What follows belongs to an exercise in optimizing a design on an open flow for small area; a production flow would make more cautious choices.
Where RTL was checked, it was by simulation tests only, not by an equivalence proof against the original.
Power and IR drop assume default switching activity.

==> flow/design.v (excerpt) <==
module chk_unit (
    input  wire        clk,
    input  wire        rst,
    input  wire        req_valid,
    input  wire        req_write,
    input  wire [6:0]  req_addr,
    input  wire [31:0] req_wdata,
    input  wire [2:0]  req_src,
    input  wire [2:0]  req_jet,
    output reg         rsp_valid,
    output reg         rsp_denied,
    output reg  [31:0] rsp_rdata,
    input  wire [7:0]  fold_addr,
    input  wire        tick_ms,
    input  wire        jet_stop,
    input  wire [2:0]  jet_stop_id,
    input  wire        steward_stop,
    input  wire        lockout,
    output wire        mismatch_evt,
    output reg  [2:0]  mismatch_ch
);
Size in the first run: roughly 4,300 cells after synthesis, ~100 I/O pins, about 63,000 sq um of cells after synthesis.
Settings: LEC_CHECK=0, CAP_MARGIN=10, CORE_MARGIN=2, CORE_UTILIZATION=60, GPL_ROUTABILITY_DRIVEN=0, PLACE_DENSITY=0.72, SLEW_MARGIN=10; clock period 13.0 ns.
standard.sh (not shown) runs the stock make flow with config.mk's settings and CLKGATE_MAP_FILE= SYNTH_SCRIPT=/design/flow/synth_recipe.tcl, a recipe that flattens the netlist after the stock synthesis.
==> flow/flow/run.sh <==
#!/bin/bash
# Own layout flow.
# 1. The standard synthesis (standard.sh synth).
# 2. The same synthesis again with an area-oriented ABC mapping script
#    (area_synth.tcl, abc_area_map.script, bias_lib.py); its netlist replaces
#    the standard one only if it holds exactly the same registers (names and
#    cell types).
# 3. The standard ORFS layout steps, with clock tree and port buffer
#    settings of our own.
# Each tool's output goes to a log of its own in this folder.
set -euo pipefail
W=$(pwd)
R=$W/orfs/results/$FLOW_PLATFORM/chk_unit/base
A=$W/orfs_area/results/$FLOW_PLATFORM/chk_unit/base

bash standard.sh synth > 1_standard_synth.log 2>&1
cp $R/1_2_yosys.v $W/standard_synth.v

python3 flow/bias_lib.py $FLOW_HOME/platforms/$FLOW_PLATFORM/lib/sky130_fd_sc_hd__tt_025C_1v80.lib \
  $W/abc_bias.lib 5.0 > 2_bias_lib.log 2>&1
if bash standard.sh WORK_HOME=$W/orfs_area SYNTH_SCRIPT=$W/flow/area_synth.tcl synth \
     > 2_area_synth.log 2>&1 \
   && python3 flow/regs_match.py $W/standard_synth.v $A/1_2_yosys.v > 2_regs_match.log 2>&1; then
  cp $A/1_2_yosys.v $R/1_2_yosys.v
  touch $R/1_2_yosys.v
fi

bash standard.sh \
  "CTS_ARGS=-sink_clustering_enable -repair_clock_nets -sink_clustering_size 10 -sink_clustering_max_diameter 40 -buf_list sky130_fd_sc_hd__clkbuf_4 -dont_use_dummy_load" \
  "BUFFER_PORTS_ARGS=-buffer_cell sky130_fd_sc_hd__buf_1" \
  finish > 3_layout.log 2>&1
Other scripts of this flow, unchanged in this note and not shown: flow/flow/abc_area_map.script, flow/flow/area_synth.tcl, flow/flow/bias_lib.py, flow/flow/regs_match.py
==> next run, changes <==
--- a/flow/design.v
+++ b/flow/design.v
@@ -62,13 +62,13 @@
     reg [1:0]  act_poly;
     reg        act_x0;
     reg [15:0] seq;
     reg [29:0] fsrc;
     reg [12:0] fcnt;
     reg [31:0] cmp, crc, res;
-    reg [7:0]  alive;
+    reg [7:0]  alive;       
     reg [1:0]  cuf;
     reg [1:0]  last_end;
     reg        feed_st, mm_flag;
     reg [3:0]  own;
     reg [6:0]  stamp;
     wire [1:0] cfg_x, act_x;
@@ -646,13 +646,14 @@
                 default: x0 = 32'hFFFF_FFFF;
             endcase
         end else begin
             x0 = crc_c;
         end
     end
-    wire [7:0]  cbyte = cnt4 ? {4'h0, alive_c[3:0]} : alive_c;
+    wire [7:0]  cinc  = alive_c + 8'd1;
+    wire [7:0]  cbyte = {(cnt4 || cuf_c[0]) ? 4'h0 : cinc[7:4], cinc[3:0]};
     wire [31:0] dsw   = {wd[7:0], wd[15:8], wd[23:16], wd[31:24]};
     wire        swap  = act_c[4];
     wire [31:0] edata = is_ctl ? (priv ? {8'h00, fold_addr, seq_c} : {24'h0, cbyte})
                                : ((r == R_DATA && swap) ? dsw : wd);
     wire        one   = (r == R_BYTE) || (is_ctl && !priv);
     wire        none  = is_ctl && !(priv && start) && !cnt;
@@ -664,21 +665,21 @@
             2'd0:    begin fin_v = {16'h0000, y[15:0]};       mask = 32'h0000_FFFF; end
             2'd3:    begin fin_v = {24'h000000, ~y[7:0]};      mask = 32'h0000_00FF; end
             default: begin fin_v = ~y;                         mask = 32'hFFFF_FFFF; end
         endcase
     end
     wire [31:0] diff = fin_v ^ cmp_c;
-    reg  [7:0]  mm_part;
+    reg  [3:0]  mm_part;
     reg         mm_pend;
     integer k;
     always @(posedge clk) begin
-        for (k = 0; k < 8; k = k + 1)
-            mm_part[k] <= mask[4*k] && (|diff[4*k +: 4]);
+        for (k = 0; k < 4; k = k + 1)
+            mm_part[k] <= mask[8*k] && (|diff[8*k +: 8]);
         mm_pend <= !rst && ok && fin && cmp_en;
     end
-    assign mismatch_evt = mm_pend && (mm_part != 8'h00);
+    assign mismatch_evt = mm_pend && (mm_part != 4'h0);
     wire [7:0] mm_set = {8{mismatch_evt}} & (8'd1 << mismatch_ch);
     wire [3:0] own_s = start ? id : own_c;
     wire [3:0] d_own = (b_abort || (!b_feed && b_finish)) ? IDLE : own_s;
     wire       rel_w = (d_own != IDLE) && (lockout ||
                                            (jet_stop && d_own == {1'b1, jet_stop_id}) ||
                                            (steward_stop && d_own == 4'b0100));
@@ -689,13 +690,13 @@
                               : {wd[16], wd[4], wd[1:0], priv ? {1'b0, wd[12]} : wd[9:8]};
     wire [15:0] d_seq   = rst ? 16'h0 : (r == R_SEQ) ? wd[15:0] : seq_c + 16'd1;
     wire [29:0] d_fsrc  = rst ? 30'h0 : {wd[31:30], wd[27:0]};
     wire [12:0] d_fcnt  = rst ? 13'h0 : wd[12:0];
     wire [31:0] d_cmp   = rst ? 32'h0 : wd;
     wire [31:0] d_res   = rst ? 32'h0 : fin_v;
-    wire [7:0]  d_alive = rst ? 8'h0 : cnt4 ? {4'h0, alive_c[3:0] + 4'd1} : alive_c + 8'd1;
+    wire [7:0]  d_alive = rst ? 8'hFF : cbyte;
     wire [1:0]  d_cuf   = rst ? 2'd0 : {1'b1, cnt4};
     wire [1:0]  d_le    = b_abort ? 2'd2 : 2'd1;
     wire w_cfg   = (r == R_CFG);
     wire w_seq   = (r == R_SEQ) || seq_inc;
     wire w_fsrc  = (r == R_FSRC);
     wire w_fcnt  = (r == R_FCNT);
@@ -736,14 +737,13 @@
                 .q_own(q_own)
             );
             assign q_all[g] = {q_crc, q_res, q_cmp, q_fsrc, q_fcnt, q_seq, q_cfg, q_act,
                                q_alive, q_cuf, q_own, q_le, q_mm, q_fd};
         end
     endgenerate
-    wire [7:0] cnt_used = !cuf_c[1] ? 8'h00
-                        : cuf_c[0] ? {4'h0, alive_c[3:0] - 4'd1} : alive_c - 8'd1;
+    wire [7:0] cnt_used = cuf_c[1] ? alive_c : 8'h00;
     wire [2:0] owner    = !active_c ? 3'd0 : own_c[3] ? 3'd1 : own_c[2:0];
     wire [2:0] ojet     = own_c[3] ? own_c[2:0] : 3'd0;
     reg [31:0] rdata;
     always @(*) begin
         case (r)
             R_CFG:  rdata = {15'h0, cfg_c[5], 3'h0, priv & cfg_c[0], 2'h0,
Result: Power went down by 2.4%. Hold slack improved by 0.014 ns. Flip-flop and latch count went down by 4. Final area is about the same. Worst setup slack improved by 0.19 ns. Wire length went down by 1.6%. Utilization barely changes.
The RTL of the second run of this note was laid out without a check of its function.

-- what the ideal ports hide --
In the flow no input, the clock included, has a driving cell. The finished layouts below were timed again as built, in two steps. Step 1 sets driving cells, clkbuf_16 on the clock port and buf_2 on the other inputs (assumed; they add their load-dependent delay and slew). Step 2 moves the port delays by t, midway between the first and last clock arrival at a register: inputs arrive t later, outputs are due t later. That takes back most of the time a late clock gives input paths. Three values: ideal, step 1, step 2; two values: the first two.
| run | shift t [ns] | setup WS [ns] | clock arrival spread, ns | worst register clock-pin slew, ns |
|---|---|---|---|---|
| the first run | 1.171 | 0.926 / 0.971 / -0.200 | 0.173 / 0.173 | 0.12 / 0.12 |
| the second run | 1.181 | 1.115 / 1.159 / -0.022 | 0.183 / 0.182 | 0.11 / 0.11 |
With both steps, setup timing fails in the first run and the second run, where it was met with ideal ports. The setup slack of the second run, which loses most, moves by +0.044 ns with the drivers and by -1.137 ns with both steps.
